Context: an optimization exercise on an open-source flow, tuned for small area. The choices shown serve that exercise and are no tape-out recipe.
Only simulation tests tie the RTL to the original design; equivalence was not proved.

==> design/flow/config.mk <==
export PLATFORM = sky130hd
export DESIGN_NAME = dfu_unit
export DESIGN_NICKNAME = dfu_unit
export VERILOG_FILES = /design/flow/design.v
export SDC_FILE = /design/flow/constraint.sdc
export NUM_CORES = 4
export LEC_CHECK = 0
export CAP_MARGIN = 20
export CORE_MARGIN = 2
export CORE_UTILIZATION = 40
export PLACE_DENSITY = 0.6
export SLEW_MARGIN = 20
==> design/flow/constraint.sdc <==
create_clock -name core_clock -period 14.0 [get_ports {clk}]
set_input_delay 2.8000 -clock core_clock [delete_from_list [all_inputs] [get_ports {clk}]]
set_output_delay 2.8000 -clock core_clock [all_outputs]
set_load 0.01 [all_outputs]
==> design/flow/design.v <==
module dfu_unit (
    input  wire        clk,
    input  wire        rst,           
    input  wire [1:0]  mode,          
    input  wire [20:0] dec_d,         
    input  wire        sync,          
    input  wire        corr_we,
    input  wire [1:0]  corr_m,
    input  wire [15:0] corr_ofs,
    input  wire [15:0] corr_gain,
    input  wire        corr_commit,
    input  wire        in_valid,
    input  wire [11:0] in_code,
    input  wire [1:0]  in_member,
    input  wire [3:0]  in_flags,      
    output reg         o_valid,
    output reg  [31:0] o_index,
    output reg  [15:0] o_lo,
    output reg  [15:0] o_hi,
    output reg  [31:0] o_h32,
    output reg  [11:0] o_p12,
    output reg  [4:0]  o_flags,       
    output reg  [31:0] sat_count
);
    localparam M_SAMPLE = 2'd0, M_PEAK = 2'd1, M_ENV = 2'd2, M_HIRES = 2'd3;
    localparam [3:0] SETTLE = 4'd9;
    reg [15:0] sh_ofs  [0:3];
    reg [15:0] sh_gain [0:3];
    reg [15:0] ef_ofs  [0:3];
    reg [15:0] ef_gain [0:3];
    integer i;
    always @(posedge clk) begin
        if (rst) begin
            for (i = 0; i < 4; i = i + 1) begin
                sh_ofs[i]  <= 16'd0;
                sh_gain[i] <= 16'h8000;
                ef_ofs[i]  <= 16'd0;
                ef_gain[i] <= 16'h8000;
            end
        end else begin
            for (i = 0; i < 4; i = i + 1) begin
                if (corr_we && corr_m == i[1:0]) begin
                    sh_ofs[i]  <= corr_ofs;
                    sh_gain[i] <= corr_gain;
                end
                if (corr_commit) begin
                    if (corr_we && corr_m == i[1:0]) begin
                        ef_ofs[i]  <= corr_ofs;
                        ef_gain[i] <= corr_gain;
                    end else begin
                        ef_ofs[i]  <= sh_ofs[i];
                        ef_gain[i] <= sh_gain[i];
                    end
                end
            end
        end
    end
    wire signed [15:0] x16  = {in_code, 4'b0000};
    wire signed [15:0] ofs  = ef_ofs[in_member];
    wire        [15:0] gain = ef_gain[in_member];
    wire signed [16:0] y1   = x16 - ofs;
    wire signed [33:0] prod = y1 * $signed({1'b0, gain});
    wire signed [18:0] q    = prod[33:15];
    wire        [14:0] r    = prod[14:0];
    wire               up   = (r > 15'h4000) || (r == 15'h4000 && q[0]);
    wire signed [18:0] qr   = q + {18'd0, up};
    wire               clamp_hi = (qr > 19'sd32767);
    wire               clamp_lo = (qr < -19'sd32768);
    wire        [15:0] y2   = clamp_hi ? 16'h7fff : clamp_lo ? 16'h8000 : qr[15:0];
    wire               clamp = clamp_hi || clamp_lo;
    reg        s1_valid, s1_sync;
    reg [15:0] s1_y;
    reg [3:0]  s1_flags;
    always @(posedge clk) begin
        if (rst) begin
            s1_valid  <= 1'b0;
            s1_sync   <= 1'b0;
            s1_y      <= 16'd0;
            s1_flags  <= 4'd0;
            sat_count <= 32'd0;
        end else begin
            s1_valid <= in_valid;
            s1_sync  <= sync;
            s1_y     <= y2;
            s1_flags <= {in_flags[3] | clamp, in_flags[2:0]};
            if (in_valid && clamp)
                sat_count <= sat_count + 32'd1;
        end
    end
    reg [20:0] phase;
    reg [3:0]  settle;
    reg [15:0] pk;             
    reg [16:0] pk_mag;         
    reg [15:0] mn, mx;         
    reg [31:0] sum;            
    reg        f_valid, f_fill, f_susp, f_ovr, f_unset;
    reg [15:0] first;          
    reg [31:0] idx;            
    reg [31:0] done_idx;
    reg        done;
    wire        first_in = (phase == 21'd0) || s1_sync;
    wire        last_in  = first_in ? (dec_d == 21'd1) : (phase == dec_d - 21'd1);
    wire signed [15:0] ys = s1_y;
    wire [16:0] y_mag = ys[15] ? (17'd0 - {1'b1, ys}) : {1'b0, ys};
    wire        unset_in = (s1_sync ? 4'd0 : settle) < SETTLE;
    always @(posedge clk) begin
        if (rst) begin
            phase   <= 21'd0;
            settle  <= 4'd0;
            pk      <= 16'd0;
            pk_mag  <= 17'd0;
            mn      <= 16'd0;
            mx      <= 16'd0;
            sum     <= 32'd0;
            first   <= 16'd0;
            f_valid <= 1'b0;
            f_fill  <= 1'b0;
            f_susp  <= 1'b0;
            f_ovr   <= 1'b0;
            f_unset <= 1'b0;
            idx     <= 32'd0;
            done_idx <= 32'd0;
            done    <= 1'b0;
        end else begin
            done <= 1'b0;
            if (s1_sync) begin
                phase  <= 21'd0;
                settle <= 4'd0;
                idx    <= 32'd0;
            end
            if (s1_valid) begin
                if (first_in) begin
                    pk      <= s1_y;
                    pk_mag  <= y_mag;
                    mn      <= s1_y;
                    mx      <= s1_y;
                    sum     <= {{16{ys[15]}}, ys};
                    first   <= s1_y;
                    f_valid <= s1_flags[0];
                    f_fill  <= s1_flags[1];
                    f_susp  <= s1_flags[2];
                    f_ovr   <= s1_flags[3];
                    f_unset <= unset_in;
                end else begin
                    if (y_mag > pk_mag) begin
                        pk     <= s1_y;
                        pk_mag <= y_mag;
                    end
                    if ($signed(s1_y) < $signed(mn)) mn <= s1_y;
                    if ($signed(s1_y) > $signed(mx)) mx <= s1_y;
                    sum     <= sum + {{16{ys[15]}}, ys};
                    f_valid <= f_valid & s1_flags[0];
                    f_fill  <= f_fill  | s1_flags[1];
                    f_susp  <= f_susp  | s1_flags[2];
                    f_ovr   <= f_ovr   | s1_flags[3];
                    f_unset <= f_unset | unset_in;
                end
                phase <= last_in ? 21'd0 : (first_in ? 21'd1 : phase + 21'd1);
                if ((s1_sync ? 4'd0 : settle) < SETTLE)
                    settle <= (s1_sync ? 4'd0 : settle) + 4'd1;
                done <= last_in;
                if (last_in) begin
                    done_idx <= s1_sync ? 32'd0 : idx;
                    idx      <= (s1_sync ? 32'd0 : idx) + 32'd1;
                end
            end
        end
    end
    reg [4:0] k;
    always @(*) begin
        k = 5'd0;
        for (i = 0; i < 17; i = i + 1)
            if (dec_d[i]) k = i[4:0];
    end
    wire signed [31:0] sum_s   = sum;
    wire signed [31:0] hq      = sum_s >>> k;
    wire        [31:0] hmask   = (32'd1 << k) - 32'd1;
    wire        [31:0] hrem    = sum & hmask;
    wire        [31:0] hhalf   = (k == 5'd0) ? 32'd0 : (32'd1 << (k - 5'd1));
    wire               hup     = (k != 5'd0) && ((hrem > hhalf) || (hrem == hhalf && hq[0]));
    wire        [31:0] hmean   = hq + {31'd0, hup};
    wire        [31:0] h32     = sum << (5'd16 - k);
    reg [15:0] v_lo, v_hi;
    reg [31:0] v_h32;
    always @(*) begin
        case (mode)
            M_SAMPLE: begin v_lo = first; v_hi = first; end
            M_PEAK:   begin v_lo = pk;    v_hi = pk;    end
            M_ENV:    begin v_lo = mn;    v_hi = mx;    end
            default:  begin v_lo = hmean[15:0]; v_hi = hmean[15:0]; end
        endcase
        v_h32 = (mode == M_HIRES) ? h32 : {v_lo, 16'd0};
    end
    wire signed [15:0] plo  = v_lo;
    wire signed [11:0] pq   = plo[15:4];
    wire        [3:0]  pr   = plo[3:0];
    wire               pup  = (pr > 4'd8) || (pr == 4'd8 && pq[0]);
    wire               psat = pup && (pq == 12'sd2047);
    wire        [11:0] p12  = psat ? 12'h7ff : pq + {11'd0, pup};
    always @(posedge clk) begin
        if (rst) begin
            o_valid <= 1'b0;
            o_index <= 32'd0;
            o_lo    <= 16'd0;
            o_hi    <= 16'd0;
            o_h32   <= 32'd0;
            o_p12   <= 12'd0;
            o_flags <= 5'd0;
        end else begin
            o_valid <= done;
            if (done) begin
                o_index <= done_idx;
                o_lo    <= v_lo;
                o_hi    <= v_hi;
                o_h32   <= v_h32;
                o_p12   <= p12;
                o_flags <= {f_unset, f_ovr, f_susp, f_fill, f_valid};
            end
        end
    end
endmodule
==> design/flow/run.sh <==
#!/bin/bash
# synth_recipe.tcl (not shown) runs the flow's synth.tcl, then flattens the netlist and writes it again
# the make line also repeats each setting of config.mk as NAME=value (left out here)
make -C /OpenROAD-flow-scripts/flow DESIGN_CONFIG=/design/flow/config.mk WORK_HOME=/design/flow/orfs CLKGATE_MAP_FILE= SYNTH_SCRIPT=/design/flow/synth_recipe.tcl finish
==> impl_summary.txt <==
----------------------------------------------------
[Outcome]
  Run status ... complete, no violations

[Worst setup path]
  Most common cell on crit path ... sky130_fd_sc_hd__fa_1
  Critical setup path kind ... in2reg
  Endpoint arrival time on the critical path ... 13.95 ns
  Launch point of the worst reg-to-reg path ... ef_ofs[2][1]
  Slowest library cell on the worst path ... sky130_fd_sc_hd__fa_1
  Crit path largest cell delay ... 0.61 ns
  Startpoint kind of the worst setup timing path ... input port
  First element of the critical path ... in_member[0]
  Crit path capture type ... register
  FF-to-FF setup slack ... between 2 and 3 ns
  Endpoint required time on the critical path ... between 10 and 15 ns
  CP Max Fanout ... 23

[Global route]
  Overflow after GRT ... 0
  Pin count of the biggest net entering global routing ... about 150
  Initial antenna violation count ... 5
  Global routing usage summed across all routing layers ... 23.5%
  Via count of the first global-routing pass ... just under 40,000
  Global-route wire length before repair ... between 200,000 and 250,000 um

[Clock tree]
  Clock latency of the later-clocked register in the worst-skew pair ... ~0.66 ns
  Clock buffer depth ... 3
  Inserted Clock Buffers ... 74
  Clock tree from TritonCTS ... done
  Clock sinks ... approximately 630
  H-tree depth ... 3
  Clock tree root driver cell ... sky130_fd_sc_hd__clkbuf_16
  Clock Pin Slew Worst Setup and Hold Paths ... about 0.06 ns

[Synthesis]
  Post-Synthesis Mean Instance Area ... 8.45 sq um
  Post-Syn Instances ... ~5,400
  Number of synthesized register bits ... between 600 and 700
  Primary flip-flop cell chosen by synthesis mapping ... sky130_fd_sc_hd__dfxtp_1
  Count of cell types in the netlist ... around 110
  Sequential fraction of the synthesis area ... between 20 and 30%
  Dominant cell type by area after synthesis ... sky130_fd_sc_hd__dfxtp_1
  Number of enable flip-flop cells after synthesis ... 0
  Top area cells in the synthesized netlist ... sky130_fd_sc_hd__dfxtp_1, sky130_fd_sc_hd__fa_1, sky130_fd_sc_hd__mux2i_1
  Top cell type's share of synthesized area ... 27.6%
  Ys Warns ... 5
  Post-synth ARST share ... 0%
  Mapped Area ... approximately 0.046 sq mm

[Placement]
  Count of input and output buffers ... between 200 and 250
  Final HPWL from detailed placement ... a little over 100,000 um
  Placed Instance Area ... 0.0498 sq mm
  Weighted congestion at the end of routability-driven global placement ... 0.985

[STA]
  Sum of negative setup slack ... 0 ns
  Max Transition Viols Final ... 0
  Final critical-path share of the clock period ... around 95%
  Number of endpoints failing setup at the final stage ... 0
  Unrepaired setup endpoints after global routing ... false
  Slew headroom ... a little over a fifth
  Transition time at the pin with the least slew margin ... approximately 1.2 ns
  Clock period minus final worst setup slack ... 13.37 ns
  Number of hold violations in the final report ... 0
  Setup clock skew after layout ... 0.0462 ns
  Maximum operating frequency ... 74.8 MHz

[Detailed routing]
  Number of detailed-route iterations in the first pass ... 6
  First DRT Iteration DRCs ... a little under 3,000
  Post-route antenna net violation count ... 0
  DRC viols ... 0
  Total via count after detailed routing ... between 30,000 and 40,000
  Overall routed net length ... ~140,000 um
  Routed wire per std cell ... ~20 um
  Met2 Wirelength ... between 60,000 and 70,000 um
  Routed metal-1 wire length ... around 65,000 um
  Ratio of routed vias to standard cells ... 5.53
  Met3 routed WL ... just under 9000 um
  Top Layer Used ... met5

[Floorplanning]
  Total core area ... ~0.11 sq mm
  Count of standard-cell rows ... approximately 120
  Die Area ... ~0.12 sq mm
  Starting density of the core ... about two fifths
  Die height ... roughly 340 um
  Die width ... ~340 um
  Boundary pin count ... around 230

[Layout]
  Post-route cell area ... about 0.052 sq mm
  Area used by multi-input combinational logic ... 0.0303 sq mm
  Area taken by flip-flops and latches ... 0.0126 sq mm
  Area delta synth->final ... 14.4%
  Post-layout net count ... approximately 6,000
  Count of filler cells inserted in the layout ... around 11,000
  Share of final-layout standard cells stronger than drive strength 1 ... ~7%

[Min path]
  Class of the tightest hold or removal check ... reg2reg
  Startpoint of the worst hold path ... first[15]

[Flow run]
  Number of max-cap violations ... 0

----------------------------------------------------
==> final cells by class <==
cell class | instances | share of cell area, %
Antenna cell | 3 | 0.0143
Timing Repair Buffer | 358 | 6.25
Inverter | 481 | 3.45
Multi-Input combinational cell | 4000 | 57.8
Tap cell | 1512 | 3.61
Sequential cell | 631 | 24.1
Clock inverter | 30 | 0.826
Clock buffer | 101 | 3.95
==> cells in the final DEF, fill, tap and decap left out, drive strengths merged, types with 67 or more instances in the layout <==
cell,Yosys,layout
o21ai,179,179
nand2,404,404
dfxtp,631,631
fa,273,273
nand3,107,107
a21oi,256,256
a211oi,210,210
inv,478,481
buf,58,136
ha,236,236
mux2i,355,355
nor2,846,846
xnor2,150,150
a21o,71,71
nor3,67,67
clkdlybuf4s50,0,222
clkbuf,257,101
==> repair_timing <==
action | in CTS | in global routing
buffers inserted | 0 | 2
endpoints found under the hold margin | 0 | 0
resized for setup | 0 | 8
endpoints found under the setup margin | 0 | 31
hold buffers | 0 | 0
==> cells in the mapped netlist, types with 39 or more instances <==
cell and number:
sky130_fd_sc_hd__inv_1 473, sky130_fd_sc_hd__o211ai_1 44, sky130_fd_sc_hd__xor2_1 53, sky130_fd_sc_hd__o21ai_0 164, sky130_fd_sc_hd__a211oi_1 208, sky130_fd_sc_hd__nand4_1 44, sky130_fd_sc_hd__a21oi_1 255, sky130_fd_sc_hd__nand2_1 403
sky130_fd_sc_hd__nor2b_1 46, sky130_fd_sc_hd__fa_1 273, sky130_fd_sc_hd__nor2_1 845, sky130_fd_sc_hd__dfxtp_1 631, sky130_fd_sc_hd__xnor2_1 149, sky130_fd_sc_hd__and3_1 48, sky130_fd_sc_hd__clkbuf_1 256, sky130_fd_sc_hd__nor3_1 66
sky130_fd_sc_hd__nand2b_1 50, sky130_fd_sc_hd__and2_1 42, sky130_fd_sc_hd__a21o_1 71, sky130_fd_sc_hd__nand3_1 107, sky130_fd_sc_hd__o21a_1 39, sky130_fd_sc_hd__ha_1 236, sky130_fd_sc_hd__mux2i_1 355
==> flip-flops by register name, summed over array words and instances, names as in the netlist, 5 cells and up <==
register   flops
sum           32
mn            16
o_index       32
ef_gain       64
o_hi          16
done_idx      32
s1_y          16
o_p12         12
first         16
pk_mag        16
sh_gain       64
o_flags        5
ef_ofs        64
phase         21
sat_count     32
pk            16
o_h32         32
o_lo          16
sh_ofs        64
mx            16
idx           32
==> worst paths after layout <==
| check | endpoint | cells after the start |
|---|---|---|
| worst max-delay path | sat_count[15] | 42 |
| worst min-delay path | first[15] | 2 |
| worst max register to register | sat_count[15] | 43 |
| worst min register to register | first[15] | 2 |
==> metrics by stage <==
stage          setup WS, ns  instances  hold WS, ns  util, %
2_1_floorplan       0.00625       5427        0.436        -
3_3_place_gp         0.0505       6978        0.441     43.7
3_5_place_dp         -0.122       6979        0.447     43.7
4_1_cts               0.559       7110        0.455     45.9
5_1_grt             0.00499       7114        0.469     46.0
6_report              0.631       7116        0.454     46.0
==> layer usage <==
| layer | track usage, % | vias up |
|---|---|---|
| li1 | - | 18800 |
| met1 | 33.3 | 19100 |
| met2 | 36.9 | 1183 |
| met3 | 3.82 | 238 |
| met4 | 6.72 | 4 |
| met5 | 0 | - |
==> worst max-delay path, delay by kind of cell <==
family,cells,cell delay [ns]
adders and majority gates,8,3.76
AOI/OAI and AO/OA,15,3.51
and+or+nand+nor,9,2.12
buffers and inverters,8,1.06
muxes,1,0.50
xor gates and xnor gates,1,0.15
==> logic make-up (layout without fill, tap and decap cells) <==
| family | Yosys count | count (layout) | synth area share (%) |
|---|---|---|---|
| other | 2 | 10 | 0.0164 |
| flip-flops | 631 | 631 | 27.6 |
| multiplexers | 413 | 413 | 9.82 |
| XOR/XNOR | 203 | 203 | 3.90 |
| AO/OA/AOI/OAI | 1050 | 1050 | 15.6 |
| adder cells (fa/ha/maj) | 512 | 512 | 18.4 |
| buffers and inverters | 796 | 970 | 6.63 |
| AND/OR/NAND/NOR | 1815 | 1815 | 18.0 |

-- afterwards: timing with drivers on the ports --
No port has a modelled driver above. Below, the same layout with a new extraction and two added sets of constraints. Step 1 sets driving cells, clkbuf_16 on the clock port and buf_2 on the other inputs (assumed; they add their load-dependent delay and slew). Step 2 moves the port delays by t, midway between the first and last clock arrival at a register: inputs arrive t later, outputs are due t later. That takes back most of the time a late clock gives input paths. a / b / c = ideal / step 1 / step 2; a / b = the first two.
t, ns: 0.722
setup WS [ns]: 0.631 / 0.692 / -0.030
pins driven straight from the clock port: 1
Met with ideal ports but missed after step 2: setup timing in this run. For this run, drivers alone change the setup slack by +0.061 ns; drivers and shift together by -0.661 ns.
